What follows belongs to an exercise in optimizing a design on an open flow for small area, a short achievable clock period and few clock cycles per item; a production flow would make more cautious choices.
Function was checked by simulation only, so behaviour that the tests miss may differ from the original.

==> flow/design.v <==
module aes_sbox (input wire [7:0] x, output wire [7:0] y);
    wire _000_, _001_, _002_, _003_, _004_, _005_, _006_, _007_, _008_, _009_, _010_, _011_, _012_, _013_, _014_, _015_;
    wire _016_, _017_, _018_, _019_, _020_, _021_, _022_, _023_, _024_, _025_, _026_, _027_, _028_, _029_, _030_, _031_;
    wire _032_, _033_, _034_, _035_, _036_, _037_, _038_, _039_, _040_, _041_, _042_, _043_, _044_, _045_, _046_, _047_;
    wire _048_, _049_, _050_, _051_, _052_, _053_, _054_, _055_, _056_, _057_, _058_, _059_, _060_, _061_, _062_, _063_;
    wire _064_, _065_, _066_, _067_, _068_, _069_, _070_, _071_, _072_, _073_, _074_, _075_, _076_, _077_, _078_, _079_;
    wire _080_, _081_, _082_, _083_, _084_, _085_, _086_, _087_, _088_, _089_, _090_, _091_, _092_, _093_, _094_, _095_;
    wire _096_, _097_, _098_, _099_, _100_, _101_, _102_, _103_, _104_, _105_, _106_, _107_, _108_, _109_, _110_, _111_;
    wire _112_, _113_, _114_, _115_, _116_, _117_, _118_, _119_, _120_, _121_, _122_, _123_, _124_, _125_, _126_, _127_;
    wire _128_, _129_, _130_, _131_, _132_, _133_, _134_, _135_, _136_, _137_, _138_, _139_, _140_, _141_, _142_, _143_;
    wire _144_, _145_, _146_, _147_, _148_, _149_, _150_, _151_, _152_, _153_, _154_, _155_, _156_, _157_, _158_, _159_;
    wire _160_, _161_, _162_, _163_, _164_;
    aes_g_nand2b g_165_ (.A_N(x[3]), .B(x[1]), .Y(_067_));
    aes_g_inv g_166_ (.A(x[1]), .Y(_076_));
    aes_g_nand2 g_167_ (.A(_076_), .B(x[3]), .Y(_084_));
    aes_g_nand2 g_168_ (.A(_084_), .B(_067_), .Y(_085_));
    aes_g_inv g_169_ (.A(x[2]), .Y(_086_));
    aes_g_inv g_170_ (.A(x[5]), .Y(_087_));
    aes_g_nand2 g_171_ (.A(_086_), .B(_087_), .Y(_088_));
    aes_g_nand2 g_172_ (.A(x[2]), .B(x[5]), .Y(_089_));
    aes_g_nand2 g_173_ (.A(_088_), .B(_089_), .Y(_090_));
    aes_g_xnor2 g_174_ (.A(_085_), .B(_090_), .Y(_091_));
    aes_g_xnor2 g_175_ (.A(x[2]), .B(x[7]), .Y(_092_));
    aes_g_inv g_176_ (.A(_092_), .Y(_093_));
    aes_g_inv g_177_ (.A(x[6]), .Y(_094_));
    aes_g_nand2 g_178_ (.A(_094_), .B(x[5]), .Y(_095_));
    aes_g_nand2 g_179_ (.A(_087_), .B(x[6]), .Y(_096_));
    aes_g_nand2 g_180_ (.A(_095_), .B(_096_), .Y(_097_));
    aes_g_inv g_181_ (.A(_097_), .Y(_098_));
    aes_g_nand2 g_182_ (.A(_098_), .B(x[0]), .Y(_099_));
    aes_g_nand2b g_183_ (.A_N(x[0]), .B(_097_), .Y(_100_));
    aes_g_nand2 g_184_ (.A(_099_), .B(_100_), .Y(_101_));
    aes_g_nand2 g_185_ (.A(_101_), .B(_076_), .Y(_102_));
    aes_g_inv g_186_ (.A(_101_), .Y(_103_));
    aes_g_nand2 g_187_ (.A(_103_), .B(x[1]), .Y(_104_));
    aes_g_nand2 g_188_ (.A(_104_), .B(_102_), .Y(_105_));
    aes_g_xor2 g_189_ (.A(_093_), .B(_105_), .X(_106_));
    aes_g_inv g_190_ (.A(_106_), .Y(_107_));
    aes_g_inv g_191_ (.A(x[7]), .Y(_108_));
    aes_g_nand2b g_192_ (.A_N(x[4]), .B(_108_), .Y(_109_));
    aes_g_nand2 g_193_ (.A(x[4]), .B(x[7]), .Y(_110_));
    aes_g_nand2 g_194_ (.A(_109_), .B(_110_), .Y(_111_));
    aes_g_inv g_195_ (.A(_111_), .Y(_112_));
    aes_g_nand2 g_196_ (.A(_112_), .B(_085_), .Y(_113_));
    aes_g_nand3 g_197_ (.A(_111_), .B(_067_), .C(_084_), .Y(_114_));
    aes_g_nand2 g_198_ (.A(_113_), .B(_114_), .Y(_115_));
    aes_g_xor2 g_199_ (.A(x[0]), .B(_115_), .X(_116_));
    aes_g_xnor2 g_200_ (.A(x[2]), .B(x[6]), .Y(_117_));
    aes_g_xnor2 g_201_ (.A(_085_), .B(_117_), .Y(_118_));
    aes_g_nand2 g_202_ (.A(_118_), .B(_112_), .Y(_119_));
    aes_g_xnor2 g_203_ (.A(x[2]), .B(x[4]), .Y(_120_));
    aes_g_inv g_204_ (.A(_120_), .Y(_121_));
    aes_g_xor2 g_205_ (.A(_090_), .B(_111_), .X(_122_));
    aes_g_nand2 g_206_ (.A(_122_), .B(_121_), .Y(_123_));
    aes_g_nand2 g_207_ (.A(_119_), .B(_123_), .Y(_124_));
    aes_g_xor2 g_208_ (.A(_098_), .B(_115_), .X(_125_));
    aes_g_nor2 g_209_ (.A(_093_), .B(_125_), .Y(_126_));
    aes_g_inv g_210_ (.A(_126_), .Y(_127_));
    aes_g_o21ai g_211_ (.A1(_119_), .A2(_127_), .B1(_124_), .Y(_128_));
    aes_g_inv g_212_ (.A(_115_), .Y(_129_));
    aes_g_nand2 g_213_ (.A(_108_), .B(_076_), .Y(_130_));
    aes_g_nand2 g_214_ (.A(x[7]), .B(x[1]), .Y(_131_));
    aes_g_nand2 g_215_ (.A(_130_), .B(_131_), .Y(_132_));
    aes_g_inv g_216_ (.A(_132_), .Y(_133_));
    aes_g_nand2 g_217_ (.A(_133_), .B(_120_), .Y(_134_));
    aes_g_nand2 g_218_ (.A(_121_), .B(_132_), .Y(_135_));
    aes_g_nand3 g_219_ (.A(_129_), .B(_134_), .C(_135_), .Y(_136_));
    aes_g_xor2 g_220_ (.A(_117_), .B(_136_), .X(_137_));
    aes_g_xor2 g_221_ (.A(_137_), .B(_128_), .X(_138_));
    aes_g_o21ai g_222_ (.A1(_107_), .A2(_116_), .B1(_138_), .Y(_139_));
    aes_g_or3 g_223_ (.A(_107_), .B(_116_), .C(_138_), .X(_140_));
    aes_g_nand2 g_224_ (.A(_140_), .B(_139_), .Y(_141_));
    aes_g_nand2 g_225_ (.A(_125_), .B(_093_), .Y(_142_));
    aes_g_xor2 g_226_ (.A(_119_), .B(_142_), .X(_143_));
    aes_g_nand2 g_227_ (.A(_135_), .B(_134_), .Y(_144_));
    aes_g_nand2 g_228_ (.A(_129_), .B(_144_), .Y(_145_));
    aes_g_xor2 g_229_ (.A(x[4]), .B(_101_), .X(_146_));
    aes_g_nand2 g_230_ (.A(_146_), .B(x[0]), .Y(_147_));
    aes_g_xor2 g_231_ (.A(_145_), .B(_147_), .X(_148_));
    aes_g_nand2 g_232_ (.A(_127_), .B(_142_), .Y(_149_));
    aes_g_inv g_233_ (.A(_149_), .Y(_150_));
    aes_g_xor2 g_234_ (.A(_150_), .B(_148_), .X(_151_));
    aes_g_xor2 g_235_ (.A(_143_), .B(_151_), .X(_152_));
    aes_g_nor2b g_236_ (.A(_152_), .B_N(_141_), .Y(_153_));
    aes_g_nor2 g_237_ (.A(_133_), .B(_091_), .Y(_154_));
    aes_g_xnor2 g_238_ (.A(_102_), .B(_154_), .Y(_155_));
    aes_g_xnor2 g_239_ (.A(_155_), .B(_128_), .Y(_156_));
    aes_g_nand2 g_240_ (.A(_091_), .B(_133_), .Y(_157_));
    aes_g_nand2 g_241_ (.A(_103_), .B(x[7]), .Y(_158_));
    aes_g_nand2 g_242_ (.A(_101_), .B(_108_), .Y(_159_));
    aes_g_and2 g_243_ (.A(_158_), .B(_159_), .X(_160_));
    aes_g_inv g_244_ (.A(_160_), .Y(_161_));
    aes_g_xnor2 g_245_ (.A(_101_), .B(_091_), .Y(_162_));
    aes_g_inv g_246_ (.A(_162_), .Y(_163_));
    aes_g_nand2 g_247_ (.A(_161_), .B(_163_), .Y(_164_));
    aes_g_xor2 g_248_ (.A(_157_), .B(_164_), .X(_000_));
    aes_g_xor2 g_249_ (.A(x[7]), .B(_091_), .X(_001_));
    aes_g_xor2 g_250_ (.A(_001_), .B(_143_), .X(_002_));
    aes_g_xor2 g_251_ (.A(_000_), .B(_002_), .X(_003_));
    aes_g_nor2 g_252_ (.A(_003_), .B(_152_), .Y(_004_));
    aes_g_o21ai g_253_ (.A1(_141_), .A2(_156_), .B1(_004_), .Y(_005_));
    aes_g_inv g_254_ (.A(_156_), .Y(_006_));
    aes_g_nor2 g_255_ (.A(_006_), .B(_141_), .Y(_007_));
    aes_g_inv g_256_ (.A(_007_), .Y(_008_));
    aes_g_nand3 g_257_ (.A(_152_), .B(_139_), .C(_140_), .Y(_009_));
    aes_g_nand3 g_258_ (.A(_008_), .B(_003_), .C(_009_), .Y(_010_));
    aes_g_and2 g_259_ (.A(_010_), .B(_005_), .X(_011_));
    aes_g_o22ai g_260_ (.A1(_152_), .A2(_003_), .B1(_007_), .B2(_153_), .Y(_012_));
    aes_g_nand2 g_261_ (.A(_008_), .B(_004_), .Y(_013_));
    aes_g_a31oi g_262_ (.A1(_011_), .A2(_012_), .A3(_013_), .B1(_153_), .Y(_014_));
    aes_g_nand2 g_263_ (.A(_014_), .B(_091_), .Y(_015_));
    aes_g_o21ai g_264_ (.A1(_003_), .A2(_141_), .B1(_006_), .Y(_016_));
    aes_g_a32oi g_265_ (.A1(_008_), .A2(_009_), .A3(_016_), .B1(_152_), .B2(_003_), .Y(_017_));
    aes_g_nand2 g_266_ (.A(_017_), .B(_121_), .Y(_018_));
    aes_g_nand2 g_267_ (.A(_016_), .B(_152_), .Y(_019_));
    aes_g_nand2 g_268_ (.A(_019_), .B(_005_), .Y(_020_));
    aes_g_inv g_269_ (.A(_020_), .Y(_021_));
    aes_g_nand2 g_270_ (.A(_011_), .B(_021_), .Y(_022_));
    aes_g_nand2b g_271_ (.A_N(_011_), .B(_020_), .Y(_023_));
    aes_g_nand2 g_272_ (.A(_023_), .B(_022_), .Y(_024_));
    aes_g_nor2 g_273_ (.A(_111_), .B(_024_), .Y(_025_));
    aes_g_xnor2 g_274_ (.A(_018_), .B(_025_), .Y(_026_));
    aes_g_xnor2 g_275_ (.A(_015_), .B(_026_), .Y(_027_));
    aes_g_nand2 g_276_ (.A(_021_), .B(x[0]), .Y(_028_));
    aes_g_nand2 g_277_ (.A(_141_), .B(_006_), .Y(_029_));
    aes_g_a21o g_278_ (.A1(_152_), .A2(_006_), .B1(_003_), .X(_030_));
    aes_g_xor2 g_279_ (.A(_029_), .B(_030_), .X(_031_));
    aes_g_xor2 g_280_ (.A(_020_), .B(_031_), .X(_032_));
    aes_g_nand2 g_281_ (.A(_032_), .B(_129_), .Y(_033_));
    aes_g_xor2 g_282_ (.A(_028_), .B(_033_), .X(_034_));
    aes_g_nand2 g_283_ (.A(_014_), .B(_133_), .Y(_035_));
    aes_g_nand3 g_284_ (.A(_012_), .B(_105_), .C(_013_), .Y(_036_));
    aes_g_nand2 g_285_ (.A(_011_), .B(_163_), .Y(_037_));
    aes_g_xor2 g_286_ (.A(_036_), .B(_037_), .X(_038_));
    aes_g_xor2 g_287_ (.A(_035_), .B(_038_), .X(_039_));
    aes_g_xor2 g_288_ (.A(_034_), .B(_039_), .X(_040_));
    aes_g_xor2 g_289_ (.A(_040_), .B(_027_), .X(y[0]));
    aes_g_nand2 g_290_ (.A(_017_), .B(_122_), .Y(_041_));
    aes_g_nand2 g_291_ (.A(_012_), .B(_013_), .Y(_042_));
    aes_g_xor2 g_292_ (.A(_042_), .B(_031_), .X(_043_));
    aes_g_nand2 g_293_ (.A(_043_), .B(_125_), .Y(_044_));
    aes_g_xor2 g_294_ (.A(_035_), .B(_044_), .X(_045_));
    aes_g_xor2 g_295_ (.A(_041_), .B(_045_), .X(_046_));
    aes_g_nor2 g_296_ (.A(_103_), .B(_042_), .Y(_047_));
    aes_g_inv g_297_ (.A(_047_), .Y(_048_));
    aes_g_xor2 g_298_ (.A(_048_), .B(_038_), .X(_049_));
    aes_g_xor2 g_299_ (.A(_049_), .B(_026_), .X(_050_));
    aes_g_xnor2 g_300_ (.A(_046_), .B(_050_), .Y(y[1]));
    aes_g_nand2 g_301_ (.A(_011_), .B(_161_), .Y(_051_));
    aes_g_xnor2 g_302_ (.A(_051_), .B(_034_), .Y(_052_));
    aes_g_nand2 g_303_ (.A(_021_), .B(_146_), .Y(_053_));
    aes_g_nor2 g_304_ (.A(_107_), .B(_031_), .Y(_054_));
    aes_g_nand2 g_305_ (.A(_048_), .B(_054_), .Y(_055_));
    aes_g_inv g_306_ (.A(_054_), .Y(_056_));
    aes_g_nand2 g_307_ (.A(_056_), .B(_047_), .Y(_057_));
    aes_g_nand2 g_308_ (.A(_057_), .B(_055_), .Y(_058_));
    aes_g_xor2 g_309_ (.A(_053_), .B(_058_), .X(_059_));
    aes_g_xor2 g_310_ (.A(_059_), .B(_052_), .X(_060_));
    aes_g_xor2 g_311_ (.A(_046_), .B(_027_), .X(_061_));
    aes_g_xor2 g_312_ (.A(_060_), .B(_061_), .X(y[2]));
    aes_g_xor2 g_313_ (.A(_028_), .B(_037_), .X(_062_));
    aes_g_nand2 g_314_ (.A(_032_), .B(_144_), .Y(_063_));
    aes_g_nor2 g_315_ (.A(_116_), .B(_031_), .Y(_064_));
    aes_g_xnor2 g_316_ (.A(_064_), .B(_063_), .Y(_065_));
    aes_g_xnor2 g_317_ (.A(_062_), .B(_065_), .Y(_066_));
    aes_g_xnor2 g_318_ (.A(_058_), .B(_026_), .Y(_068_));
    aes_g_xor2 g_319_ (.A(_066_), .B(_068_), .X(y[3]));
    aes_g_inv g_320_ (.A(_027_), .Y(_069_));
    aes_g_xor2 g_321_ (.A(_033_), .B(_065_), .X(_070_));
    aes_g_xor2 g_322_ (.A(_058_), .B(_070_), .X(_071_));
    aes_g_xor2 g_323_ (.A(_069_), .B(_071_), .X(y[4]));
    aes_g_nand2 g_324_ (.A(_043_), .B(_150_), .Y(_072_));
    aes_g_xor2 g_325_ (.A(_035_), .B(_072_), .X(_073_));
    aes_g_nand3 g_326_ (.A(_023_), .B(_118_), .C(_022_), .Y(_074_));
    aes_g_o21ai g_327_ (.A1(_111_), .A2(_024_), .B1(_074_), .Y(_075_));
    aes_g_nand2 g_328_ (.A(_075_), .B(_119_), .Y(_077_));
    aes_g_xor2 g_329_ (.A(_077_), .B(_073_), .X(_078_));
    aes_g_xor2 g_330_ (.A(_052_), .B(_078_), .X(y[5]));
    aes_g_xor2 g_331_ (.A(_054_), .B(_026_), .X(_079_));
    aes_g_xor2 g_332_ (.A(_041_), .B(_074_), .X(_080_));
    aes_g_xor2 g_333_ (.A(_080_), .B(_070_), .X(_081_));
    aes_g_xor2 g_334_ (.A(_079_), .B(_081_), .X(y[6]));
    aes_g_xor2 g_335_ (.A(_063_), .B(_058_), .X(_082_));
    aes_g_xor2 g_336_ (.A(_080_), .B(_082_), .X(_083_));
    aes_g_xnor2 g_337_ (.A(_083_), .B(_027_), .Y(y[7]));
endmodule
module aes_sbox_ni (input wire [7:0] x, output wire [7:0] y);
    wire _000_, _001_, _002_, _003_, _004_, _005_, _006_, _007_, _008_, _009_, _010_, _011_, _012_, _013_, _014_, _015_;
    wire _016_, _017_, _018_, _019_, _020_, _021_, _022_, _023_, _024_, _025_, _026_, _027_, _028_, _029_, _030_, _031_;
    wire _032_, _033_, _034_, _035_, _036_, _037_, _038_, _039_, _040_, _041_, _042_, _043_, _044_, _045_, _046_, _047_;
    wire _048_, _049_, _050_, _051_, _052_, _053_, _054_, _055_, _056_, _057_, _058_, _059_, _060_, _061_, _062_, _063_;
    wire _064_, _065_, _066_, _067_, _068_, _069_, _070_, _071_, _072_, _073_, _074_, _075_, _076_, _077_, _078_, _079_;
    wire _080_, _081_, _082_, _083_, _084_, _085_, _086_, _087_, _088_, _089_, _090_, _091_, _092_, _093_, _094_, _095_;
    wire _096_, _097_, _098_, _099_, _100_, _101_, _102_, _103_, _104_, _105_, _106_, _107_, _108_, _109_, _110_, _111_;
    wire _112_, _113_, _114_, _115_, _116_, _117_, _118_, _119_, _120_, _121_, _122_, _123_, _124_, _125_, _126_, _127_;
    wire _128_, _129_, _130_, _131_, _132_, _133_, _134_, _135_, _136_, _137_, _138_, _139_, _140_, _141_, _142_, _143_;
    wire _144_, _145_, _146_, _147_, _148_, _149_, _150_, _151_, _152_, _153_, _154_, _155_, _156_, _157_, _158_, _159_;
    aes_g_xnor2 g_160_ (.A(x[4]), .B(x[2]), .Y(_066_));
    aes_g_inv g_161_ (.A(_066_), .Y(_075_));
    aes_g_inv g_162_ (.A(x[4]), .Y(_079_));
    aes_g_nand2b g_163_ (.A_N(x[7]), .B(_079_), .Y(_080_));
    aes_g_nand2 g_164_ (.A(x[4]), .B(x[7]), .Y(_081_));
    aes_g_nand2 g_165_ (.A(_080_), .B(_081_), .Y(_082_));
    aes_g_inv g_166_ (.A(_082_), .Y(_083_));
    aes_g_nand2b g_167_ (.A_N(x[3]), .B(x[1]), .Y(_084_));
    aes_g_inv g_168_ (.A(x[1]), .Y(_085_));
    aes_g_nand2 g_169_ (.A(_085_), .B(x[3]), .Y(_086_));
    aes_g_nand2 g_170_ (.A(_086_), .B(_084_), .Y(_087_));
    aes_g_xnor2 g_171_ (.A(x[2]), .B(x[6]), .Y(_088_));
    aes_g_xnor2 g_172_ (.A(_087_), .B(_088_), .Y(_089_));
    aes_g_nand2 g_173_ (.A(_089_), .B(_083_), .Y(_090_));
    aes_g_inv g_174_ (.A(x[5]), .Y(_091_));
    aes_g_nand2b g_175_ (.A_N(x[2]), .B(_091_), .Y(_092_));
    aes_g_nand2 g_176_ (.A(x[2]), .B(x[5]), .Y(_093_));
    aes_g_nand2 g_177_ (.A(_092_), .B(_093_), .Y(_094_));
    aes_g_xor2 g_178_ (.A(_082_), .B(_094_), .X(_095_));
    aes_g_nand2 g_179_ (.A(_095_), .B(_075_), .Y(_096_));
    aes_g_xnor2 g_180_ (.A(_096_), .B(_090_), .Y(_097_));
    aes_g_inv g_181_ (.A(x[0]), .Y(_098_));
    aes_g_inv g_182_ (.A(x[6]), .Y(_099_));
    aes_g_nand2 g_183_ (.A(_099_), .B(x[5]), .Y(_100_));
    aes_g_nand2 g_184_ (.A(_091_), .B(x[6]), .Y(_101_));
    aes_g_nand2 g_185_ (.A(_100_), .B(_101_), .Y(_102_));
    aes_g_inv g_186_ (.A(_102_), .Y(_103_));
    aes_g_nand2 g_187_ (.A(_103_), .B(_098_), .Y(_104_));
    aes_g_nand2 g_188_ (.A(_102_), .B(x[0]), .Y(_105_));
    aes_g_nand2 g_189_ (.A(_104_), .B(_105_), .Y(_106_));
    aes_g_nand2 g_190_ (.A(_106_), .B(x[1]), .Y(_107_));
    aes_g_xnor2 g_191_ (.A(x[7]), .B(x[1]), .Y(_108_));
    aes_g_inv g_192_ (.A(_108_), .Y(_109_));
    aes_g_xnor2 g_193_ (.A(_087_), .B(_094_), .Y(_110_));
    aes_g_nor2 g_194_ (.A(_109_), .B(_110_), .Y(_111_));
    aes_g_xnor2 g_195_ (.A(_107_), .B(_111_), .Y(_112_));
    aes_g_xnor2 g_196_ (.A(_112_), .B(_097_), .Y(_113_));
    aes_g_nand2 g_197_ (.A(_083_), .B(_087_), .Y(_114_));
    aes_g_inv g_198_ (.A(_087_), .Y(_115_));
    aes_g_nand2 g_199_ (.A(_115_), .B(_082_), .Y(_116_));
    aes_g_nand2 g_200_ (.A(_114_), .B(_116_), .Y(_117_));
    aes_g_xor2 g_201_ (.A(_098_), .B(_117_), .X(_118_));
    aes_g_xnor2 g_202_ (.A(x[2]), .B(x[7]), .Y(_119_));
    aes_g_inv g_203_ (.A(_106_), .Y(_120_));
    aes_g_nand2 g_204_ (.A(_120_), .B(_085_), .Y(_121_));
    aes_g_nand2 g_205_ (.A(_121_), .B(_107_), .Y(_122_));
    aes_g_xor2 g_206_ (.A(_119_), .B(_122_), .X(_123_));
    aes_g_inv g_207_ (.A(_117_), .Y(_124_));
    aes_g_nand2 g_208_ (.A(_075_), .B(_108_), .Y(_125_));
    aes_g_nand2 g_209_ (.A(_109_), .B(_066_), .Y(_126_));
    aes_g_nand2 g_210_ (.A(_125_), .B(_126_), .Y(_127_));
    aes_g_inv g_211_ (.A(_127_), .Y(_128_));
    aes_g_nand2 g_212_ (.A(_128_), .B(_124_), .Y(_129_));
    aes_g_xor2 g_213_ (.A(_088_), .B(_129_), .X(_130_));
    aes_g_xor2 g_214_ (.A(_097_), .B(_130_), .X(_131_));
    aes_g_o21ai g_215_ (.A1(_118_), .A2(_123_), .B1(_131_), .Y(_132_));
    aes_g_or3 g_216_ (.A(_118_), .B(_123_), .C(_131_), .X(_133_));
    aes_g_nand2 g_217_ (.A(_133_), .B(_132_), .Y(_134_));
    aes_g_nand2 g_218_ (.A(_124_), .B(_127_), .Y(_135_));
    aes_g_xor2 g_219_ (.A(_079_), .B(_106_), .X(_136_));
    aes_g_nand2 g_220_ (.A(_136_), .B(_098_), .Y(_137_));
    aes_g_xor2 g_221_ (.A(_135_), .B(_137_), .X(_138_));
    aes_g_inv g_222_ (.A(_119_), .Y(_139_));
    aes_g_xor2 g_223_ (.A(_103_), .B(_117_), .X(_140_));
    aes_g_nor2 g_224_ (.A(_139_), .B(_140_), .Y(_141_));
    aes_g_xnor2 g_225_ (.A(_090_), .B(_141_), .Y(_142_));
    aes_g_xor2 g_226_ (.A(_138_), .B(_142_), .X(_143_));
    aes_g_nand2 g_227_ (.A(_110_), .B(_109_), .Y(_144_));
    aes_g_nand2 g_228_ (.A(_140_), .B(_139_), .Y(_145_));
    aes_g_xor2 g_229_ (.A(_090_), .B(_145_), .X(_146_));
    aes_g_xor2 g_230_ (.A(_106_), .B(_110_), .X(_147_));
    aes_g_xor2 g_231_ (.A(_082_), .B(_136_), .X(_148_));
    aes_g_nand2b g_232_ (.A_N(_147_), .B(_148_), .Y(_149_));
    aes_g_xor2 g_233_ (.A(_146_), .B(_149_), .X(_150_));
    aes_g_or2 g_234_ (.A(_144_), .B(_150_), .X(_151_));
    aes_g_nand2 g_235_ (.A(_150_), .B(_144_), .Y(_152_));
    aes_g_nand2 g_236_ (.A(_151_), .B(_152_), .Y(_153_));
    aes_g_inv g_237_ (.A(_153_), .Y(_154_));
    aes_g_o211ai g_238_ (.A1(_113_), .A2(_134_), .B1(_143_), .C1(_154_), .Y(_155_));
    aes_g_inv g_239_ (.A(_113_), .Y(_156_));
    aes_g_nor2 g_240_ (.A(_156_), .B(_143_), .Y(_157_));
    aes_g_nor3 g_241_ (.A(_134_), .B(_143_), .C(_153_), .Y(_158_));
    aes_g_nor2 g_242_ (.A(_157_), .B(_158_), .Y(_159_));
    aes_g_nand2 g_243_ (.A(_159_), .B(_155_), .Y(_000_));
    aes_g_inv g_244_ (.A(_134_), .Y(_001_));
    aes_g_nand2 g_245_ (.A(_001_), .B(_113_), .Y(_002_));
    aes_g_o211ai g_246_ (.A1(_134_), .A2(_143_), .B1(_153_), .C1(_002_), .Y(_003_));
    aes_g_nand2 g_247_ (.A(_155_), .B(_003_), .Y(_004_));
    aes_g_inv g_248_ (.A(_004_), .Y(_005_));
    aes_g_nand2 g_249_ (.A(_005_), .B(_000_), .Y(_006_));
    aes_g_o21ai g_250_ (.A1(_000_), .A2(_003_), .B1(_006_), .Y(_007_));
    aes_g_nand4 g_251_ (.A(_154_), .B(_156_), .C(_134_), .D(_143_), .Y(_008_));
    aes_g_o21ai g_252_ (.A1(_113_), .A2(_143_), .B1(_154_), .Y(_009_));
    aes_g_o21ai g_253_ (.A1(_113_), .A2(_001_), .B1(_009_), .Y(_010_));
    aes_g_nand2 g_254_ (.A(_010_), .B(_008_), .Y(_011_));
    aes_g_nand2 g_255_ (.A(_134_), .B(_143_), .Y(_012_));
    aes_g_nand2 g_256_ (.A(_154_), .B(_143_), .Y(_013_));
    aes_g_nand2 g_257_ (.A(_013_), .B(_002_), .Y(_014_));
    aes_g_o21ai g_258_ (.A1(_156_), .A2(_013_), .B1(_014_), .Y(_015_));
    aes_g_nand2 g_259_ (.A(_015_), .B(_012_), .Y(_016_));
    aes_g_inv g_260_ (.A(_016_), .Y(_017_));
    aes_g_nand2 g_261_ (.A(_017_), .B(_011_), .Y(_018_));
    aes_g_inv g_262_ (.A(_011_), .Y(_019_));
    aes_g_nand2 g_263_ (.A(_019_), .B(_016_), .Y(_020_));
    aes_g_nand2 g_264_ (.A(_018_), .B(_020_), .Y(_021_));
    aes_g_xnor2 g_265_ (.A(_007_), .B(_021_), .Y(_022_));
    aes_g_nand2 g_266_ (.A(_022_), .B(_075_), .Y(_023_));
    aes_g_nand2 g_267_ (.A(_007_), .B(_083_), .Y(_024_));
    aes_g_nand2 g_268_ (.A(_005_), .B(_015_), .Y(_025_));
    aes_g_nand3 g_269_ (.A(_025_), .B(_110_), .C(_012_), .Y(_026_));
    aes_g_xor2 g_270_ (.A(_026_), .B(_024_), .X(_027_));
    aes_g_xor2 g_271_ (.A(_027_), .B(_023_), .X(_028_));
    aes_g_inv g_272_ (.A(_000_), .Y(_029_));
    aes_g_nand2 g_273_ (.A(_029_), .B(_098_), .Y(_030_));
    aes_g_xnor2 g_274_ (.A(_000_), .B(_011_), .Y(_031_));
    aes_g_inv g_275_ (.A(_031_), .Y(_032_));
    aes_g_nor2 g_276_ (.A(_117_), .B(_032_), .Y(_033_));
    aes_g_xnor2 g_277_ (.A(_030_), .B(_033_), .Y(_034_));
    aes_g_and3 g_278_ (.A(_025_), .B(_109_), .C(_012_), .X(_035_));
    aes_g_inv g_279_ (.A(_035_), .Y(_036_));
    aes_g_nand2 g_280_ (.A(_017_), .B(_122_), .Y(_037_));
    aes_g_nand2 g_281_ (.A(_005_), .B(_147_), .Y(_038_));
    aes_g_xnor2 g_282_ (.A(_038_), .B(_037_), .Y(_039_));
    aes_g_xor2 g_283_ (.A(_036_), .B(_039_), .X(_040_));
    aes_g_xor2 g_284_ (.A(_034_), .B(_040_), .X(_041_));
    aes_g_xor2 g_285_ (.A(_028_), .B(_041_), .X(y[0]));
    aes_g_xor2 g_286_ (.A(_024_), .B(_023_), .X(_042_));
    aes_g_nand2 g_287_ (.A(_022_), .B(_095_), .Y(_043_));
    aes_g_nand3 g_288_ (.A(_018_), .B(_020_), .C(_140_), .Y(_044_));
    aes_g_xor2 g_289_ (.A(_036_), .B(_044_), .X(_045_));
    aes_g_xnor2 g_290_ (.A(_045_), .B(_043_), .Y(_046_));
    aes_g_nor2 g_291_ (.A(_120_), .B(_016_), .Y(_047_));
    aes_g_xor2 g_292_ (.A(_047_), .B(_039_), .X(_048_));
    aes_g_xor2 g_293_ (.A(_048_), .B(_046_), .X(_049_));
    aes_g_xor2 g_294_ (.A(_042_), .B(_049_), .X(y[1]));
    aes_g_nor2 g_295_ (.A(_148_), .B(_004_), .Y(_050_));
    aes_g_xor2 g_296_ (.A(_050_), .B(_034_), .X(_051_));
    aes_g_nand2 g_297_ (.A(_029_), .B(_136_), .Y(_052_));
    aes_g_nor2 g_298_ (.A(_123_), .B(_019_), .Y(_053_));
    aes_g_xor2 g_299_ (.A(_047_), .B(_053_), .X(_054_));
    aes_g_xor2 g_300_ (.A(_052_), .B(_054_), .X(_055_));
    aes_g_xor2 g_301_ (.A(_055_), .B(_051_), .X(_056_));
    aes_g_xor2 g_302_ (.A(_028_), .B(_046_), .X(_057_));
    aes_g_xor2 g_303_ (.A(_057_), .B(_056_), .X(y[2]));
    aes_g_nor2 g_304_ (.A(_128_), .B(_032_), .Y(_058_));
    aes_g_nor2 g_305_ (.A(_118_), .B(_019_), .Y(_059_));
    aes_g_xor2 g_306_ (.A(_059_), .B(_058_), .X(_060_));
    aes_g_xor2 g_307_ (.A(_038_), .B(_030_), .X(_061_));
    aes_g_xor2 g_308_ (.A(_061_), .B(_060_), .X(_062_));
    aes_g_xor2 g_309_ (.A(_054_), .B(_042_), .X(_063_));
    aes_g_xor2 g_310_ (.A(_062_), .B(_063_), .X(y[3]));
    aes_g_xnor2 g_311_ (.A(_033_), .B(_060_), .Y(_064_));
    aes_g_xor2 g_312_ (.A(_054_), .B(_028_), .X(_065_));
    aes_g_xor2 g_313_ (.A(_064_), .B(_065_), .X(y[4]));
    aes_g_nand2 g_314_ (.A(_007_), .B(_089_), .Y(_067_));
    aes_g_nand2 g_315_ (.A(_024_), .B(_067_), .Y(_068_));
    aes_g_nand2 g_316_ (.A(_068_), .B(_090_), .Y(_069_));
    aes_g_nor2 g_317_ (.A(_119_), .B(_021_), .Y(_070_));
    aes_g_xnor2 g_318_ (.A(_070_), .B(_069_), .Y(_071_));
    aes_g_xor2 g_319_ (.A(_045_), .B(_071_), .X(_072_));
    aes_g_xnor2 g_320_ (.A(_072_), .B(_051_), .Y(y[5]));
    aes_g_xor2 g_321_ (.A(_067_), .B(_043_), .X(_073_));
    aes_g_xor2 g_322_ (.A(_073_), .B(_064_), .X(_074_));
    aes_g_xor2 g_323_ (.A(_053_), .B(_042_), .X(_076_));
    aes_g_xor2 g_324_ (.A(_076_), .B(_074_), .X(y[6]));
    aes_g_xnor2 g_325_ (.A(_058_), .B(_054_), .Y(_077_));
    aes_g_xor2 g_326_ (.A(_077_), .B(_073_), .X(_078_));
    aes_g_xor2 g_327_ (.A(_028_), .B(_078_), .X(y[7]));
endmodule
module aes_g_a21o (input wire A1, input wire A2, input wire B1, output wire X);
    assign X = (A1&A2) | (B1);
endmodule
module aes_g_a31oi (input wire A1, input wire A2, input wire A3, input wire B1, output wire Y);
    assign Y = (~A1&~B1) | (~A2&~B1) | (~A3&~B1);
endmodule
module aes_g_a32oi (input wire A1, input wire A2, input wire A3, input wire B1, input wire B2, output wire Y);
    assign Y = (~A1&~B1) | (~A1&~B2) | (~A2&~B1) | (~A3&~B1) | (~A2&~B2) | (~A3&~B2);
endmodule
module aes_g_and2 (input wire A, input wire B, output wire X);
    assign X = (A&B);
endmodule
module aes_g_and3 (input wire A, input wire B, input wire C, output wire X);
    assign X = (A&B&C);
endmodule
module aes_g_inv (input wire A, output wire Y);
    assign Y = (~A);
endmodule
module aes_g_nand2 (input wire A, input wire B, output wire Y);
    assign Y = (~A) | (~B);
endmodule
module aes_g_nand2b (input wire A_N, input wire B, output wire Y);
    assign Y = (A_N) | (~B);
endmodule
module aes_g_nand3 (input wire A, input wire B, input wire C, output wire Y);
    assign Y = (~A) | (~B) | (~C);
endmodule
module aes_g_nand4 (input wire A, input wire B, input wire C, input wire D, output wire Y);
    assign Y = (~A) | (~B) | (~C) | (~D);
endmodule
module aes_g_nor2 (input wire A, input wire B, output wire Y);
    assign Y = (~A&~B);
endmodule
module aes_g_nor2b (input wire A, input wire B_N, output wire Y);
    assign Y = (~A&B_N);
endmodule
module aes_g_nor3 (input wire A, input wire B, input wire C, output wire Y);
    assign Y = (~A&~B&~C);
endmodule
module aes_g_o211ai (input wire A1, input wire A2, input wire B1, input wire C1, output wire Y);
    assign Y = (~A1&~A2) | (~B1) | (~C1);
endmodule
module aes_g_o21ai (input wire A1, input wire A2, input wire B1, output wire Y);
    assign Y = (~A1&~A2) | (~B1);
endmodule
module aes_g_o22ai (input wire A1, input wire A2, input wire B1, input wire B2, output wire Y);
    assign Y = (~B1&~B2) | (~A1&~A2);
endmodule
module aes_g_or2 (input wire A, input wire B, output wire X);
    assign X = (A) | (B);
endmodule
module aes_g_or3 (input wire A, input wire B, input wire C, output wire X);
    assign X = (A) | (B) | (C);
endmodule
module aes_g_xnor2 (input wire A, input wire B, output wire Y);
    assign Y = (~A&~B) | (A&B);
endmodule
module aes_g_xor2 (input wire A, input wire B, output wire X);
    assign X = (A&~B) | (~A&B);
endmodule
module aes_xor2_b  (input wire a, input wire b, output wire y); assign y = a ^ b;    endmodule
module aes_xnor2_b (input wire a, input wire b, output wire y); assign y = ~(a ^ b); endmodule
module aes_nand2_b (input wire a, input wire b, output wire y); assign y = ~(a & b); endmodule
module aes_nor2_b  (input wire a, input wire b, output wire y); assign y = ~(a | b); endmodule
module aes_inv_b   (input wire a, output wire y);               assign y = ~a;       endmodule
module aes_o22ai_b (input wire a1, input wire a2, input wire b1, input wire b2, output wire y);
    assign y = ~((a1 | a2) & (b1 | b2));
endmodule
module aes_a22o_b  (input wire a1, input wire a2, input wire b1, input wire b2, output wire y);
    assign y = (a1 & a2) | (b1 & b2);
endmodule
module aes_o21ai_b (input wire a1, input wire a2, input wire b1, output wire y);
    assign y = ~((a1 | a2) & b1);
endmodule
module aes_a222oi_b (input wire sa, input wire a, input wire sb, input wire b, input wire sc, input wire c,
                     output wire y);
    assign y = ~((sa & a) | (sb & b) | (sc & c));
endmodule
module aes_xor2 #(parameter W = 1) (input wire [W-1:0] a, input wire [W-1:0] b, output wire [W-1:0] y);
    genvar i;
    generate for (i = 0; i < W; i = i + 1) begin : g
        aes_xor2_b u (.a(a[i]), .b(b[i]), .y(y[i]));
    end endgenerate
endmodule
module aes_xnor2 #(parameter W = 1) (input wire [W-1:0] a, input wire [W-1:0] b, output wire [W-1:0] y);
    genvar i;
    generate for (i = 0; i < W; i = i + 1) begin : g
        aes_xnor2_b u (.a(a[i]), .b(b[i]), .y(y[i]));
    end endgenerate
endmodule
module aes_nand2 #(parameter W = 1) (input wire [W-1:0] a, input wire [W-1:0] b, output wire [W-1:0] y);
    genvar i;
    generate for (i = 0; i < W; i = i + 1) begin : g
        aes_nand2_b u (.a(a[i]), .b(b[i]), .y(y[i]));
    end endgenerate
endmodule
module aes_nor2 #(parameter W = 1) (input wire [W-1:0] a, input wire [W-1:0] b, output wire [W-1:0] y);
    genvar i;
    generate for (i = 0; i < W; i = i + 1) begin : g
        aes_nor2_b u (.a(a[i]), .b(b[i]), .y(y[i]));
    end endgenerate
endmodule
module aes_inv #(parameter W = 1) (input wire [W-1:0] a, output wire [W-1:0] y);
    genvar i;
    generate for (i = 0; i < W; i = i + 1) begin : g
        aes_inv_b u (.a(a[i]), .y(y[i]));
    end endgenerate
endmodule
module aes_o22ai #(parameter W = 1) (input wire [W-1:0] a, input wire sa, input wire [W-1:0] b, input wire sb,
                                     output wire [W-1:0] y);
    genvar i;
    generate for (i = 0; i < W; i = i + 1) begin : g
        aes_o22ai_b u (.a1(a[i]), .a2(sa), .b1(b[i]), .b2(sb), .y(y[i]));
    end endgenerate
endmodule
module aes_a222oi #(parameter W = 1) (input wire sa, input wire [W-1:0] a, input wire sb, input wire [W-1:0] b,
                                      input wire sc, input wire [W-1:0] c, output wire [W-1:0] y);
    genvar i;
    generate for (i = 0; i < W; i = i + 1) begin : g
        aes_a222oi_b u (.sa(sa), .a(a[i]), .sb(sb), .b(b[i]), .sc(sc), .c(c[i]), .y(y[i]));
    end endgenerate
endmodule
module aes_a22o #(parameter W = 1) (input wire sa, input wire [W-1:0] a, input wire sb, input wire [W-1:0] b,
                                    output wire [W-1:0] y);
    genvar i;
    generate for (i = 0; i < W; i = i + 1) begin : g
        aes_a22o_b u (.a1(sa), .a2(a[i]), .b1(sb), .b2(b[i]), .y(y[i]));
    end endgenerate
endmodule
module aes_o21ai #(parameter W = 1) (input wire s, input wire [W-1:0] a, input wire [W-1:0] b, output wire [W-1:0] y);
    genvar i;
    generate for (i = 0; i < W; i = i + 1) begin : g
        aes_o21ai_b u (.a1(s), .a2(a[i]), .b1(b[i]), .y(y[i]));
    end endgenerate
endmodule
module aes_enc (
    input  wire         clk,
    input  wire         rst,         
    input  wire         start,       
    input  wire [1:0]   key_len,     
    input  wire [255:0] key,         
    input  wire [127:0] din,         
    output wire         ready,       
    output reg          done,        
    output wire [127:0] dout
);
    reg        rdy;          
    reg        rsel, nrsel;  
    reg        xv, xm192, xm256, xr1;
    reg  [2:0] xkc;
    reg  [3:0] xcnt;
    reg  [7:0] xrcon;
    reg        yv, ym192, ym256, ylast;
    reg  [2:0] ykc;
    reg  [3:0] ycnt;
    reg  [7:0] yrcon;
    assign ready = rdy;
    function [2:0] kc_next;
        input [2:0] kc;
        input       m192, m256;
        kc_next = m192 ? ((kc == 3'd4) ? 3'd2 : (kc == 3'd2) ? 3'd0 : 3'd4) :
                  m256 ? (kc ^ 3'd4) : 3'd0;
    endfunction
    wire       xm192_d = rdy ? (key_len == 2'd1) : ym192;
    wire       xm256_d = rdy ? (key_len == 2'd2) : ym256;
    wire [2:0] xkc_d   = rdy ? ((key_len == 2'd0) ? 3'd0 : 3'd4) : kc_next(ykc, ym192, ym256);
    wire       xr1_d   = rdy;
    wire [7:0] xrcon_d = rdy ? 8'h01 : ym02 ? ({yrcon[6:0], 1'b0} ^ (yrcon[7] ? 8'h1b : 8'h00)) : yrcon;
    wire       kc0_d  = (xkc_d == 3'd0);
    wire       kc4_d  = (xkc_d == 3'd4);
    wire       p0_d   = kc0_d || (xm256_d && kc4_d && !xr1_d);   
    wire       p2_d   = xm192_d && kc4_d;                        
    wire       ik01_d = xr1_d && (xm256_d || xm192_d);           
    wire       ik23_d = xr1_d && xm256_d;                        
    wire [2:0] nkc_d  = kc_next(xkc_d, xm192_d, xm256_d);        
    reg kc0, p2, xrotw;
    reg sa01, sb01, sa23, sb23, sc;      
    reg c0, c1, c2, c3;                  
    reg xm01, xm23;                      
    reg xsna, xsnb, xsnc;                
    always @(posedge clk) begin
        kc0   <= kc0_d;
        p2    <= p2_d;
        xrotw <= kc0_d || p2_d;
        sa01  <= xm256_d || ik01_d;
        sb01  <= xm192_d && !ik01_d;
        sa23  <= xm256_d;
        sb23  <= xm192_d;
        sc    <= !xm192_d && !xm256_d;
        c0    <= !(p0_d || ik01_d);
        c1    <= !ik01_d;
        c2    <= !(p2_d || ik23_d);
        c3    <= !ik23_d;
        xm01  <= p0_d;
        xm23  <= p0_d || p2_d;
        xsna  <= (nkc_d == 3'd0);
        xsnb  <= xm256_d && (nkc_d == 3'd4);
        xsnc  <= xm192_d && (nkc_d == 3'd4);
    end
    reg ym02, m01, m23, sna, snb, snc;
    always @(posedge clk) begin
        ym02 <= xrotw;
        m01  <= xm01;
        m23  <= xm23;
        sna  <= xsna;
        snb  <= xsnb;
        snc  <= xsnc;
    end
    reg  [255:0] kw, km;             
    reg  [31:0]  sin, sw;
    wire [31:0]  K [0:7];
    genvar k;
    generate
        for (k = 0; k < 8; k = k + 1) begin : g_k
            assign K[k] = kw[255 - 32*k -: 32];
        end
    endgenerate
    wire [31:0] sw_d;
    aes_sbox u_ks0 (.x(sin[31:24]), .y(sw_d[31:24]));
    aes_sbox u_ks1 (.x(sin[23:16]), .y(sw_d[23:16]));
    aes_sbox u_ks2 (.x(sin[15:8]),  .y(sw_d[15:8]));
    aes_sbox u_ks3 (.x(sin[7:0]),   .y(sw_d[7:0]));
    wire [31:0] wold_n [0:3];
    aes_a222oi #(32) u_wo0 (.sa(sa01), .a(K[0]), .sb(sb01), .b(K[2]), .sc(sc), .c(K[4]), .y(wold_n[0]));
    aes_a222oi #(32) u_wo1 (.sa(sa01), .a(K[1]), .sb(sb01), .b(K[3]), .sc(sc), .c(K[5]), .y(wold_n[1]));
    aes_a222oi #(32) u_wo2 (.sa(sa23), .a(K[2]), .sb(sb23), .b(K[4]), .sc(sc), .c(K[6]), .y(wold_n[2]));
    aes_a222oi #(32) u_wo3 (.sa(sa23), .a(K[3]), .sb(sb23), .b(K[5]), .sc(sc), .c(K[7]), .y(wold_n[3]));
    wire [7:0] r0n = ~({8{kc0}} & xrcon);
    wire [7:0] r2n = ~({8{p2}} & xrcon);
    wire [31:0] A [0:3];
    wire [31:0] t0, t1, t2, t3;
    wire [7:0]  q0, q2;
    aes_nand2 #(32) u_t0  (.a({32{c0}}), .b(K[7]), .y(t0));
    aes_nand2 #(8)  u_q0  (.a(t0[31:24]), .b(r0n), .y(q0));
    aes_xnor2 #(8)  u_a0h (.a(wold_n[0][31:24]), .b(q0), .y(A[0][31:24]));
    aes_xor2  #(24) u_a0l (.a(wold_n[0][23:0]), .b(t0[23:0]), .y(A[0][23:0]));
    aes_nand2 #(32) u_t1  (.a({32{c1}}), .b(A[0]), .y(t1));
    aes_xor2  #(32) u_a1  (.a(wold_n[1]), .b(t1), .y(A[1]));
    aes_nand2 #(32) u_t2  (.a({32{c2}}), .b(A[1]), .y(t2));
    aes_nand2 #(8)  u_q2  (.a(t2[31:24]), .b(r2n), .y(q2));
    aes_xnor2 #(8)  u_a2h (.a(wold_n[2][31:24]), .b(q2), .y(A[2][31:24]));
    aes_xor2  #(24) u_a2l (.a(wold_n[2][23:0]), .b(t2[23:0]), .y(A[2][23:0]));
    aes_nand2 #(32) u_t3  (.a({32{c3}}), .b(A[2]), .y(t3));
    aes_xor2  #(32) u_a3  (.a(wold_n[3]), .b(t3), .y(A[3]));
    wire [31:0] g0, g2;
    wire [127:0] nw_n;
    aes_nand2 #(32) u_g0 (.a({32{m01}}), .b(sw), .y(g0));
    aes_nand2 #(32) u_g2 (.a({32{m23}}), .b(sw), .y(g2));
    wire [31:0] Am [0:3];
    assign Am[0] = km[255:224];
    assign Am[1] = km[223:192];
    assign Am[2] = km[191:160];
    assign Am[3] = km[159:128];
    aes_xor2  #(32) u_n0 (.a(Am[0]), .b(g0), .y(nw_n[127:96]));
    aes_xor2  #(32) u_n1 (.a(Am[1]), .b(g0), .y(nw_n[95:64]));
    aes_xor2  #(32) u_n2 (.a(Am[2]), .b(g2), .y(nw_n[63:32]));
    aes_xor2  #(32) u_n3 (.a(Am[3]), .b(g2), .y(nw_n[31:0]));
    wire [255:0] kw_d;
    wire [127:0] kh_n;
    aes_a22o  #(128) u_kwh (.sa(rsel), .a(key[127:0]), .sb(nrsel), .b(km[127:0]), .y(kw_d[255:128]));
    aes_nand2 #(128) u_khn (.a({128{rsel}}), .b(key[255:128]), .y(kh_n));
    aes_o21ai #(128) u_kwl (.s(rsel), .a(nw_n), .b(kh_n), .y(kw_d[127:0]));
    wire [31:0] k67, x237_n, nsin;
    aes_xor2  #(32) u_k67  (.a(km[63:32]), .b(km[31:0]), .y(k67));
    aes_xor2  #(32) u_x237 (.a(k67), .b(nw_n[31:0]), .y(x237_n));
    aes_a222oi #(32) u_nsin (.sa(sna), .a({nw_n[23:0], nw_n[31:24]}), .sb(snb), .b(nw_n[31:0]),
                             .sc(snc), .c({x237_n[23:0], x237_n[31:24]}), .y(nsin));
    wire [31:0] sin0 = (key_len == 2'd1) ? {key[87:64], key[95:88]} : {key[151:128], key[159:152]};
    wire [31:0] sin_d = rsel ? sin0 : nsin;
    reg  [127:0] xs_n, y;
    wire [127:0] y_d;
    genvar n;
    generate
        for (n = 0; n < 16; n = n + 1) begin : g_sb
            aes_sbox_ni u_sb (.x(xs_n[127 - 8*n -: 8]), .y(y_d[127 - 8*n -: 8]));
        end
    endgenerate
    wire [7:0] sr [0:15];
    generate
        for (n = 0; n < 16; n = n + 1) begin : g_sr
            assign sr[n] = y[127 - 8*(((n / 4 + n % 4) % 4) * 4 + n % 4) -: 8];
        end
    endgenerate
    wire [127:0] mc, srw;
    generate
        for (n = 0; n < 4; n = n + 1) begin : g_mc
            wire [31:0] s = {sr[4*n], sr[4*n + 1], sr[4*n + 2], sr[4*n + 3]};
            wire [31:0] u;           
            wire [31:0] w;           
            wire [11:0] h;           
            aes_xor2 #(32) u_u (.a(s), .b({s[23:0], s[31:24]}), .y(u));
            aes_xor2 #(32) u_w (.a({s[23:0], s[31:24]}), .b({u[15:0], u[31:16]}), .y(w));
            genvar i;
            for (i = 0; i < 4; i = i + 1) begin : g_i
                wire [7:0] ui = u[31 - 8*i -: 8];
                aes_xor2 #(3) u_h (.a({ui[0], ui[2], ui[3]}), .b({3{ui[7]}}), .y(h[3*i +: 3]));
                aes_xor2 #(8) u_m (.a(w[31 - 8*i -: 8]),
                                   .b({ui[6:4], h[3*i], h[3*i + 1], ui[1], h[3*i + 2], ui[7]}),
                                   .y(mc[127 - 32*n - 8*i -: 8]));
            end
            assign srw[127 - 32*n -: 32] = s;
        end
    endgenerate
    wire [127:0] xa_n, xs_d;
    aes_o22ai #(128) u_xa  (.a(din), .sa(nrsel), .b(mc), .sb(rsel), .y(xa_n));
    aes_xor2  #(128) u_xs  (.a(xa_n), .b(kw_d[127:0]), .y(xs_d));
    reg  [127:0] dout_r;
    wire [127:0] dout_d;
    aes_xnor2 #(128) u_fin (.a(srw), .b(nw_n), .y(dout_d));
    assign dout = dout_r;
    always @(posedge clk) begin
        xs_n   <= xs_d;
        y      <= y_d;
        kw     <= kw_d;
        km     <= {A[0], A[1], A[2], A[3], kw[127:0]};
        sin    <= sin_d;
        sw     <= sw_d;
        dout_r <= dout_d;
    end
    wire       load    = start && rdy;
    wire       xv_d    = !rst && (load || (yv && !ylast));
    wire [3:0] xcnt_d  = rdy ? ((key_len == 2'd0) ? 4'd10 : (key_len == 2'd1) ? 4'd12 : 4'd14) :
                         ycnt - 4'd1;
    wire       rdy_d   = rst || ((!xv || xcnt == 4'd1) && (!xv_d || xcnt_d <= 4'd10));
    always @(posedge clk) begin
        xv    <= xv_d;
        xcnt  <= xcnt_d;
        xm192 <= xm192_d;
        xm256 <= xm256_d;
        xkc   <= xkc_d;
        xrcon <= xrcon_d;
        xr1   <= xr1_d;
        yv    <= !rst && xv;
        ym192 <= xm192;
        ym256 <= xm256;
        ykc   <= xkc;
        ycnt  <= xcnt;
        yrcon <= xrcon;
        ylast <= (xcnt == 4'd1);
        rdy   <= rdy_d;
        rsel  <= rdy_d;
        nrsel <= !rdy_d;
        done  <= !rst && yv && ylast;
    end
endmodule
==> flow/flow/run.sh <==
#!/bin/bash
# Layout flow: the standard flow (standard.sh, unchanged synthesis), with
# plain buf_1 cells as the port buffers instead of the flow's default choice,
# a clock tree of clkbuf_16 cells without dummy loads, and timing repair asked
# for a setup margin (the SDC is unchanged).
set -euo pipefail
bash standard.sh "BUFFER_PORTS_ARGS=-buffer_cell sky130_fd_sc_hd__buf_1" "SETUP_SLACK_MARGIN=10.5" \
  "CTS_ARGS=-sink_clustering_enable -repair_clock_nets -dont_use_dummy_load -buf_list sky130_fd_sc_hd__clkbuf_16" \
  finish > make_finish.log 2>&1
==> flow/standard.sh <==
#!/bin/bash
# synth_recipe.tcl (not shown) runs the flow's synth.tcl, then flattens the netlist and writes it again
# the make line also repeats each setting of config.mk as NAME=value (left out here)
make -C /OpenROAD-flow-scripts/flow DESIGN_CONFIG=/design/flow/config.mk WORK_HOME=/design/flow/orfs CLKGATE_MAP_FILE= SYNTH_SCRIPT=/design/flow/synth_recipe.tcl "${@:-finish}"
==> flow/config.mk <==
export PLATFORM = sky130hd
export DESIGN_NAME = aes_enc
export DESIGN_NICKNAME = aes_enc
export VERILOG_FILES = /design/flow/design.v
export SDC_FILE = /design/flow/constraint.sdc
export NUM_CORES = 8
export LEC_CHECK = 0
export CAP_MARGIN = 20
export CORE_MARGIN = 2
export CORE_UTILIZATION = 40
export PLACE_DENSITY = 0.6
export SLEW_MARGIN = 20
export SYNTH_HIERARCHICAL = 1
==> flow/constraint.sdc <==
create_clock -name core_clock -period 15.0 [get_ports {clk}]
set_input_delay 3.0000 -clock core_clock [delete_from_list [all_inputs] [get_ports {clk}]]
set_output_delay 3.0000 -clock core_clock [all_outputs]
set_load 0.01 [all_outputs]
==> results of run 1 <==
per-stage QoR:
step	worst slack [ns]	hold WS (ns)	instance area [um2]	std cells	utilization, %
2_1_floorplan	9.14	0.310	56000	6509	-
3_3_place_gp	10.27	0.310	60500	8925	43.5
3_5_place_dp	10.23	0.314	60500	8925	43.5
4_1_cts	10.51	0.322	63400	9040	45.5
5_1_grt	10.39	0.325	64200	9046	46.1
6_report	10.69	0.315	64200	9055	46.1
metal layers:
metal / GRT usage, % / share of wire, % / vias to the layer above
met5: 0 / 0.032 / -
met4: 17.2 / 6.1 / 12
met3: 5.56 / 9.1 / 399
met2: 47.7 / 42 / 2378
met1: 43.0 / 42 / 22700
li1: - / - / 22200
Yosys stat by module (local to each module, per instance), a selection:
module / flip-flops and latches / cells inside / copies in the design / area [um2]
aes_xnor2_b: 0 / 1 / 144 / 8.76
aes_g_nand4: 0 / 1 / 16 / 6.26
aes_g_nand2b: 0 / 1 / 80 / 6.26
aes_g_inv: 0 / 1 / 460 / 3.75
aes_g_o22ai: 0 / 1 / 4 / 6.26
aes_g_nand3: 0 / 1 / 56 / 5.00
aes_g_nor2b: 0 / 1 / 4 / 13.8
aes_g_xnor2: 0 / 1 / 368 / 8.76
aes_g_nor3: 0 / 1 / 16 / 10.0
aes_g_nor2: 0 / 1 / 208 / 3.75
aes_g_a21o: 0 / 1 / 4 / 7.51
final cells by class:
class	count	share of cell area (%)
Antenna cell	10	0.0390
Clock buffer	112	4.36
Inverter	469	2.74
Multi-Input combinational cell	5002	53.7
Sequential cell	1021	31.9
Tap cell	1876	3.66
Timing Repair Buffer	565	3.63
placed cells by master (no fill, tap or decap), types with 4 or more instances in the layout:
cell type	instances
nand2b_1	85
inv_1	468
xor2_1	1649
buf_1	518
xnor2_1	497
xor2_2	81
buf_4	44
xnor2_2	19
a21oi_1	40
o211ai_2	32
a21o_1	4
a32oi_1	4
and2_1	8
nand4_1	16
nor3_2	17
clkbuf_16	112
nand3_1	58
o22ai_1	132
and3_1	16
o21ai_1	229
mux2i_1	38
nand2_2	4
nor2_1	253
diode_2	10
dfxtp_2	7
nor2b_4	5
a22o_1	128
or3_1	20
dfxtp_1	1009
or2_1	16
a222oi_1	160
a31oi_1	5
dfxtp_4	5
o21ai_0	4
nand2_1	1455
worst paths after layout:
kind	slack, ns	cells after the start	to	start
setup reg to reg	10.72	25	y[38]	xs_n[36]
setup / recovery	10.69	1	dout[14]	dout_r[14]
hold / removal	0.31	0	km[62]	kw[62]
hold reg to reg	0.31	0	km[62]	kw[62]
state kept, by name (all words and copies together), names as in the netlist, 3 cells and up:
| name | cells |
|---|---|
| dout_r | 128 |
| km | 256 |
| kw | 256 |
| sin | 32 |
| sw | 32 |
| xcnt | 4 |
| xkc | 3 |
| xrcon | 8 |
| xs_n | 128 |
| y | 128 |
| ycnt | 4 |
| ykc | 3 |
| yrcon | 8 |
cells by family (layout without fill, tap and decap cells):
| kind of cell | count (synthesis) | count (layout) | share of synthesized area, % |
|---|---|---|---|
| xor gates and xnor gates | 2249 | 2249 | 35.2 |
| and+or+nand+nor | 1966 | 1966 | 14.4 |
| DFF | 1021 | 1021 | 36.5 |
| AOI/OAI and AO/OA | 748 | 748 | 9.85 |
| buffers and inverters | 486 | 1146 | 3.32 |
| muxes | 38 | 38 | 0.680 |
| adders and majority gates | 1 | 1 | 0.0224 |
| other | 0 | 10 | 0 |
timing repair:
action	4_1_cts	5_1_grt
gates resized for setup	0	105
setup endpoints to repair	1	107
cloned	0	0
buffers inserted	3	5
endpoints found under the hold margin	0	0
pin swaps	0	16
==> out/results.ini, run 1 <==
[status]
status=timing/DRC/antenna clean

[sta]
rsz0062_at_grt=true
finalHoldViolCount=0
fin_tns_setup_ns=0
setup_viol=0
worstMarginPinSlew_ns=1.29
final_min_period_over_clock_period_pct=28.8
fmax_mhz=232
clock_skew_ns=0.120
drv_slew=0
max-slew-margin-rel_pct=13.8
fin_crit_ns=4.31

[place]
numPortBuffers=518
gp_congestion=0.991
dp.final_hpwl_mm=187

[clocking]
cts_htree_levels=3
cts_buffers=112
cts_hold_buffers=0
clk_pin_slew_ns=0.07
clk_latency_ns=0.78
cts_root_buffer=clkbuf_16
clk_path_buf_depth=3
cts_sinks=1021
cts_tree=done

[critical_path]
critPathCaptureType=output pin
critical_path.top_delay_family=flip-flops
critPathMaxFanout=1
slowest_stage=dfxtp_1
path_cells=buf_1
worstPathRequired_ns=12.00
worst-path-buf-inv=1
path_class=reg2out
max_stage_delay_ns=0.37
arrival_ns=1.32
startpoint_type=flip-flop

[route]
drc=0
antenna_left=0
viasPerCell=5.26
vias=47700
totalWireLength_mm=235
drtIter0Drc=5644
dr.pass1.iters=9
wire_per_inst_um=25.9

[synthesis]
synth.top_cells.by_count=1733 x xor2_1, 1459 x nand2_1, 1021 x dfxtp_1, 516 x xnor2_1, 468 x inv_1
synth_seq_cells=1021
ys_seq_area_share_pct=36.5
yosys_warnings=7
syn_nets=6899
synth_edf_count=0
synthTopCellsByArea=dfxtp_1 37%, xor2_1 27%, nand2_1 9.8%
synth.cell_area_um2=56000
synth_cells=6509
avgSynthCellArea_um2=8.60
synth_most_common_cell=xor2_1
ys_types=50
async_flop_share_pct=0
yosys.area.top_type=dfxtp_1
synth_top_area_share_pct=36.5
synthFlopType=dfxtp_1

[floorplan]
die_w_um=378
die_h_um=378
die_area_um2=143000
io_pins=519
coreArea_um2=139000
initial_core_util_pct=40.2
rows=137

[global_routing]
grt_pass1_vias=45200
globalRouteOverflowTotal=0
grt_pass1_wl_mm=323
grt_usage_pct=31.7
antenna_found_initial=16
grt_max_degree=141

[finish]
regArea_um2=20500
final.fill_count=13900
multi_input_area_um2=34500
layout-drive-gt1-share_pct=4.71
fin_nets=7561
area_delta_synth_final_pct=14.8

[flow_run]
max-cap-violations=0

[worst_hold_path]
hold_class=reg2reg

Testbench counts, summed over its fixed seeds: cycles 28,456, blocks 2,400.
==> run 2: changes to the inputs <==
--- a/flow/config.mk
+++ b/flow/config.mk
@@ -7,7 +7,7 @@
 export LEC_CHECK = 0
 export CAP_MARGIN = 20
 export CORE_MARGIN = 2
-export CORE_UTILIZATION = 40
+export CORE_UTILIZATION = 45
 export PLACE_DENSITY = 0.6
 export SLEW_MARGIN = 20
 export SYNTH_HIERARCHICAL = 1
==> out/results.ini, run 2 <==
[synthesis]
synth_seq_cells=1021
synthMuxAreaShare_pct=0.680
async_flop_share_pct=0
synthAdderAreaFrac_pct=0.0224
yosys.area.top_type=dfxtp_1
syn_nets=6899
yosys_warnings=7
ys_seq_area_share_pct=36.5
synth_cells=6509
synth_xor_area_share_pct=35.2
synthTopCellsByArea=dfxtp_1 37%, xor2_1 27%, nand2_1 9.8%
synth_top_family_by_area=XOR/XNOR gates
ys_types=50
synth.top_cells.by_count=1733 x xor2_1, 1459 x nand2_1, 1021 x dfxtp_1, 516 x xnor2_1, 468 x inv_1
synth_edf_count=0
synth_compound_area_share_pct=9.85
synth.cell_area_um2=56000
synth_simple_gate_area_share_pct=14.4
synth_most_common_cell=xor2_1
synthFlopType=dfxtp_1
synth_top_area_share_pct=36.5
avgSynthCellArea_um2=8.60

[critical_path]
critPathMaxFanout=1
critical_path.top_delay_family=flip-flops
startpoint_type=flip-flop
reg2reg_slack_ns=10.76
arrival_ns=1.33
slowest_stage=dfxtp_1
worst_r2r_path_depth=22
max_stage_delay_ns=0.40
worst-path-buf-inv=1
r2r-end=y[63]
path_class=reg2out
critPathCaptureType=output pin
path_cells=buf_1
startpoint=dout_r[52]
worstPathRequired_ns=12.00
regToRegStartpoint=xs_n[62]

[floorplan]
rows=129
io_pins=519
initial_core_util_pct=45.3
die_h_um=357
die_area_um2=127000
coreArea_um2=123000
die_w_um=357

[route]
dr.pass1.iters=9
drtIter0Drc=5246
vias=47500
totalWireLength_mm=228
viasPerCell=5.39
antenna_left=0
wire_per_inst_um=25.9
drc=0

[clocking]
cts_htree_levels=3
cts_tree=done
cts_buffers=109
cts_sinks=1021
clk_pin_slew_ns=0.07
clk_path_buf_depth=3
cts_root_buffer=clkbuf_16
clk_latency_ns=0.75

[sta]
fin_crit_ns=4.33
worstMarginPinSlew_ns=1.27
setup_viol=0
fmax_mhz=231
clock_skew_ns=0.0703
final_min_period_over_clock_period_pct=28.9
drv_slew=0
rsz0062_at_grt=true
fin_tns_setup_ns=0
max-slew-margin-rel_pct=15.1
hold_ws_ns=0.316
finalHoldViolCount=0

[finish]
area_delta_synth_final_pct=14.3
final_cell_mix=1642 x xor2_1, 1457 x nand2_1, 1007 x dfxtp_1
fin_nets=7563
layout-drive-gt1-share_pct=4.87
final_common_cell=xor2_1
stdcell_count=8812
largest_registers=km (256), kw (256)

[worst_hold_path]
hp-start=xkc[1]
hold_depth=0
min_to=ykc[1]
hold_class=reg2reg

[global_routing]
grt_max_degree=166
use_met1_pct=46.7
antenna_found_initial=15
gr-usage-met2_pct=52.5
grt.busiest_layer=met2
globalRouteOverflowTotal=0
grt_pass1_vias=45300
grt_usage_pct=34.6
met3_usage_pct=5.95
grt_pass1_wl_mm=316

[flow_run]
max-cap-violations=0

[place]
dp_cells=8681
numPortBuffers=518
gp_congestion=0.985
dp.final_hpwl_mm=180

[status]
status=timing/DRC/antenna clean

## run 2: how the worst max path moves through the flow
stage	to	slack, ns	cells after the start
3_5_place_dp	c2	10.16	5
4_1_cts	sw[26]	10.55	24
3_3_place_gp	c2	10.23	5
5_1_grt	y[106]	10.42	21
2_1_floorplan	ready	9.14	0
6_report	dout[52]	10.67	1
## run 2: final cells by class
cell class | count | area (um2)
flip-flops and latches | 1021 | 20500
fillers | 11900 | 59500
inverters | 469 | 1760
clock buffers | 109 | 2730
diodes | 4 | 10.0
multi-input cells | 5002 | 34500
well taps | 1637 | 2050
repair buffers | 570 | 2390
## run 2: modules after synthesis, one instance, submodules excluded, excerpt
module / copies in the design / cell area (um2)
aes_g_xnor2: 368 / 8.76
aes_g_o21ai: 100 / 5.00
aes_g_o22ai: 4 / 6.26
aes_g_and2: 8 / 6.26
aes_g_a21o: 4 / 7.51
aes_a22o_b: 128 / 8.76
aes_g_a32oi: 4 / 8.76
aes_g_nand4: 16 / 6.26
aes_xor2_b: 864 / 8.76
aes_a222oi_b: 160 / 10.0
aes_o21ai_b: 128 / 5.00
aes_nand2_b: 336 / 3.75
aes_g_or3: 20 / 6.26
aes_g_or2: 16 / 6.26
## run 2: metal layers
metal	up-vias	share of wire, %
li1	22200	-
met1	22700	43
met2	2204	43
met3	382	8.5
met4	2	6.1
met5	-	0.0057
## run 2: repair_timing
action,in CTS,in global routing
resized for setup,0,114
buffers inserted,3,15
hold buffers,0,0
pin swaps,0,19
setup endpoints to repair,1,103
## run 2: metrics by stage
stage | cell area [um2] | setup slack [ns] | util [%]
5_1_grt | 63900 | 10.42 | 51.8
2_1_floorplan | 56000 | 9.14 | -
4_1_cts | 63000 | 10.55 | 51.0
3_3_place_gp | 60200 | 10.23 | 48.8
6_report | 64000 | 10.67 | 51.8
3_5_place_dp | 60200 | 10.16 | 48.8
## run 2: cell families after synthesis
family                     after synthesis
DFF                                   1021
xor gates and xnor gates              2249
and+or+nand+nor                       1966
adders and majority gates                1
buffers and inverters                  486
AOI/OAI and AO/OA                      748
muxes                                   38
## run 2: worst register-to-register path, cell delays in order, from the launching register on
cell	delay, ns
dfxtp_1	0.51
inv_1	0.08
nand2_1	0.07
nand2_1	0.08
inv_1	0.09
nand2_1	0.06
nand2_1	0.19
xor2_2	0.26
xor2_1	0.24
nand2b_1	0.12
xor2_1	0.18
or2_1	0.23
nand2_1	0.14
inv_1	0.11
o21ai_1	0.09
o21ai_1	0.08
nand2_1	0.15
inv_1	0.09
nor2_1	0.32
xor2_2	0.31
xnor2_1	0.18
xor2_1	0.19
xor2_1	0.36

==> separate check: timing with driven ports <==
Ports are ideal in the flow. The routed layouts listed here were re-timed in OpenROAD.
Step 1 sets driving cells, clkbuf_16 on the clock port and buf_2 on the other inputs (assumed; they add their load-dependent delay and slew).
Step 2, shift: input delay + t, output delay - t, t = (earliest + latest rising clock arrival at the registers) / 2. This alone moves slack from input paths to output paths.
Three values: no drivers, after step 1, after step 2; two values: the first two.
run | shift t [ns] | setup WS [ns] | hold slack, ns | latest minus earliest clock arrival (ns)
run 1 | 0.800 | 10.685 / 10.605 / 10.263 | 0.315 / 0.315 / 0.315 | 0.124 / 0.125
run 2 | 0.796 | 10.669 / 10.595 / 10.138 | 0.316 / 0.316 / 0.316 | 0.080 / 0.080
After both steps every run listed still meets setup and hold. For run 2, which loses most, drivers alone change the setup slack by -0.074 ns; drivers and shift together by -0.531 ns.
